Background: an optimization exercise with open tools, aiming at small area, a short achievable clock period and few clock cycles per item. Do not read the settings as production practice. The RTL was checked by simulation tests, not by an equivalence proof against the original design.

// scr_engine
module scr_engine (
    input  wire        clk,
    input  wire        rst,
    input  wire        cfg_we,
    input  wire [3:0]  cfg_addr,
    input  wire [31:0] cfg_wdata,
    input  wire        in_valid,
    output reg         in_ready,
    input  wire [14:0] in_x,
    input  wire [17:0] in_y,
    input  wire [7:0]  in_value,
    input  wire [1:0]  in_tag,
    input  wire [1:0]  in_fmt,
    output reg         tone_re,
    output wire [10:0] tone_addr0,
    output wire [10:0] tone_addr1,
    input  wire [15:0] tone_rdata0,
    input  wire [15:0] tone_rdata1,
    output reg         tile_re,
    output reg  [17:0] tile_addr,
    input  wire [15:0] tile_rdata,
    output reg         out_valid,
    output reg  [3:0]  out_code,
    output reg  [11:0] out_tone,
    output reg  [7:0]  out_base,
    output reg  [7:0]  out_slope
);
Settings: LEC_CHECK=0, ABC_AREA=1, CAP_MARGIN=20, CORE_MARGIN=2, CORE_UTILIZATION=70, CTS_BUF_LIST=sky130_fd_sc_hd__clkbuf_16, CTS_CLUSTER_DIAMETER=90, CTS_CLUSTER_SIZE=28, SLEW_MARGIN=20; clock period 110.0 ns.
standard.sh (not shown) runs the stock make flow with config.mk's settings and CLKGATE_MAP_FILE= SYNTH_SCRIPT=/design/flow/synth_recipe.tcl, a recipe that flattens the netlist after the stock synthesis.
==> flow/flow/run.sh <==
#!/bin/bash
# The standard layout (standard.sh, all steps), except that the buffers
# placed on the input and output ports are buf_1 cells instead of the slow
# delay buffer buffer_ports picks by default. Each port still gets its own
# buffer; the clock, constraints and everything else are unchanged.
set -e
export BUFFER_PORTS_ARGS="-buffer_cell sky130_fd_sc_hd__buf_1"
bash standard.sh > standard.log 2>&1
Testbench counts at the start, summed over its fixed seeds: cycles 31,609, items 30,805.
Next try:
--- a/flow/design.v
+++ b/flow/design.v
@@ -195,16 +195,16 @@
     wire [17:0] l_y  = ld_fgm_a ? a_y : hy;
     wire [15:0] l_x  = ld_fgm_a ? {1'b0, a_x} : ld_fgm_b ? hx - 16'd1 : hx_d;
     wire [18:0] l_yy = l_y + ph_y[l_k];
     wire [16:0] l_as = l_x + ph_x[l_k];
     wire        l_pre = ld_fgp_a | ld_fgp_b | st_bgp;
     wire a_free = ~a_v | ~b_pend;
-    wire a_v_n  = a_free ? in_valid : a_v;
     always @(posedge clk) begin
-        if (rst) a_v <= 1'b0;
-        else     a_v <= a_v_n;
+        if (rst)           a_v <= 1'b0;
+        else if (in_ready) a_v <= in_valid;
+        else if (a_go)     a_v <= 1'b0;
         if (a_free) begin
             a_x   <= in_x;
             a_y   <= in_y;
             a_val <= in_value;
             a_tag <= in_tag;
             a_fmt <= in_fmt;
@@ -232,12 +232,13 @@
         tone_re  <= b_pend | (a_v & ~a_ps);
         if (!b_pend && a_v && !a_ps)
             b_bt1    <= {tone_bank, a_tag};
     end
     assign tone_addr0 = {b_bt, b_i};
     assign tone_addr1 = {b_bt1, b_i1};
+    wire a_v_n   = in_ready | (a_v & ~a_go);
     wire b_pend_n = b_pend ? ~ld_fgm_b : (a_fg & ~ld_fgm_a);
     always @(posedge clk) begin
         in_ready <= rst | ~(a_v_n & b_pend_n);
     end
     always @(posedge clk) begin
         if (q_rst || q_we) begin
@@ -315,66 +316,68 @@
             e_yy  <= e_yy << R;
             e_as  <= e_as << R;
             e_rem <= rem_c[R];
             e_r   <= r_c[R];
         end
     end
-    reg        p1_v, p1_ps;
+    reg        p1_v, p1_fg, p1_ps;
     reg [1:0]  p1_k;
     reg [7:0]  p1_f;
-    reg        p2_v, p2_ps;
+    reg        p2_v, p2_fg, p2_ps;
     reg [1:0]  p2_k;
     reg [7:0]  p2_f;
     reg [11:0] p2_e0, p2_e1;
     always @(posedge clk) begin
         if (rst) begin
             p1_v <= 1'b0;
             p2_v <= 1'b0;
         end else begin
             p1_v <= b_v & ~b_pend;
             p2_v <= p1_v;
         end
+        p1_fg <= b_fg;
         p1_ps <= b_ps;
         p1_k  <= b_k;
         p1_f  <= b_f;
+        p2_fg <= p1_fg;
         p2_ps <= p1_ps;
         p2_k  <= p1_k;
         p2_f  <= p1_f;
         p2_e0 <= tone_rdata0[11:0];
         p2_e1 <= tone_rdata1[11:0];
     end
     wire signed [12:0] p2_diff = $signed({1'b0, p2_e1}) - $signed({1'b0, p2_e0});
     wire signed [21:0] p2_acc  = p2_diff * $signed({1'b0, p2_f})
                                + $signed({2'b00, p2_e0, 8'h80});
     wire [11:0]        p2_Ti   = p2_acc[19:8];
     wire [11:0]        p2_T    = {p2_Ti[11:4], p2_ps ? p2_f[3:0] : p2_Ti[3:0]};
-    reg [3:5]  pv, pps;
+    reg [3:5]  pv, pfg, pps;
     reg [1:0]  pk  [3:5];
     reg [11:0] pT  [3:5];
     integer s;
     always @(posedge clk) begin
         if (rst) begin
             pv[3] <= 1'b0; pv[4] <= 1'b0; pv[5] <= 1'b0;
         end else begin
             pv[3] <= p2_v; pv[4] <= pv[3]; pv[5] <= pv[4];
         end
-        pps[3] <= p2_ps; pk[3] <= p2_k; pT[3] <= p2_T;
+        pfg[3] <= p2_fg; pps[3] <= p2_ps; pk[3] <= p2_k; pT[3] <= p2_T;
         for (s = 4; s <= 5; s = s + 1) begin
-            pps[s] <= pps[s-1]; pk[s] <= pk[s-1]; pT[s] <= pT[s-1];
+            pfg[s] <= pfg[s-1]; pps[s] <= pps[s-1]; pk[s] <= pk[s-1]; pT[s] <= pT[s-1];
         end
     end
     reg [7:0]  cty [0:3];
     reg [7:0]  ctx [0:3];
     wire       t_v    = pv[5];
     wire       t_take = t_v & ~pps[5];
-    wire       t_fg   = fgm_done;
+    wire       t_fg   = pfg[5];
     wire [1:0] t_k    = pk[5];
     integer j;
     always @(posedge clk) begin
         for (j = 0; j < 4; j = j + 1) begin
-            if (t_fg && t_k == j[1:0]) begin
+            if (t_take && t_fg && t_k == j[1:0]) begin
                 cty[j] <= e_ty;
                 ctx[j] <= (e_tx == wm1[j]) ? 8'd0 : e_tx + 8'd1;
             end else if (bgm_done && e_k == j[1:0]) begin
                 cty[j] <= e_ty;
                 ctx[j] <= e_tx;
             end else if (t_take) begin
Synthesized cell count is about the same. First-iteration DRC count rises by a few percent. Hold slack got worse by 0.021 ns. Wire length rises slightly. Utilization falls by 0.46 points.
Testbench counts after the change, summed over its fixed seeds: cycles 31,609, items 30,805.

what the ideal ports hide:
The results above use ideal ports. As a check the final layouts listed here were re-extracted and re-timed, cells and wires unchanged.
Step 1: set_driving_cell puts a clkbuf_16 on clk and a buf_2 on each other input, an assumption about the parent block.
Step 2, shift: input delay + t, output delay - t, t = (earliest + latest rising clock arrival at the registers) / 2. This alone moves slack from input paths to output paths.
Three values: ideal ports, drivers, drivers and shift; two values: the first two.
run	t (ns)	setup WS [ns]	worst setup path after step 2	latest minus earliest clock arrival (ns)	pins driven straight from the clock port
the first run	0.709	86.799 / 86.725 / 86.963	input to register	0.056 / 0.056	1
the second run	0.697	86.693 / 86.624 / 87.240	input to register	0.040 / 0.040	1
After both steps every run listed still meets setup and hold.
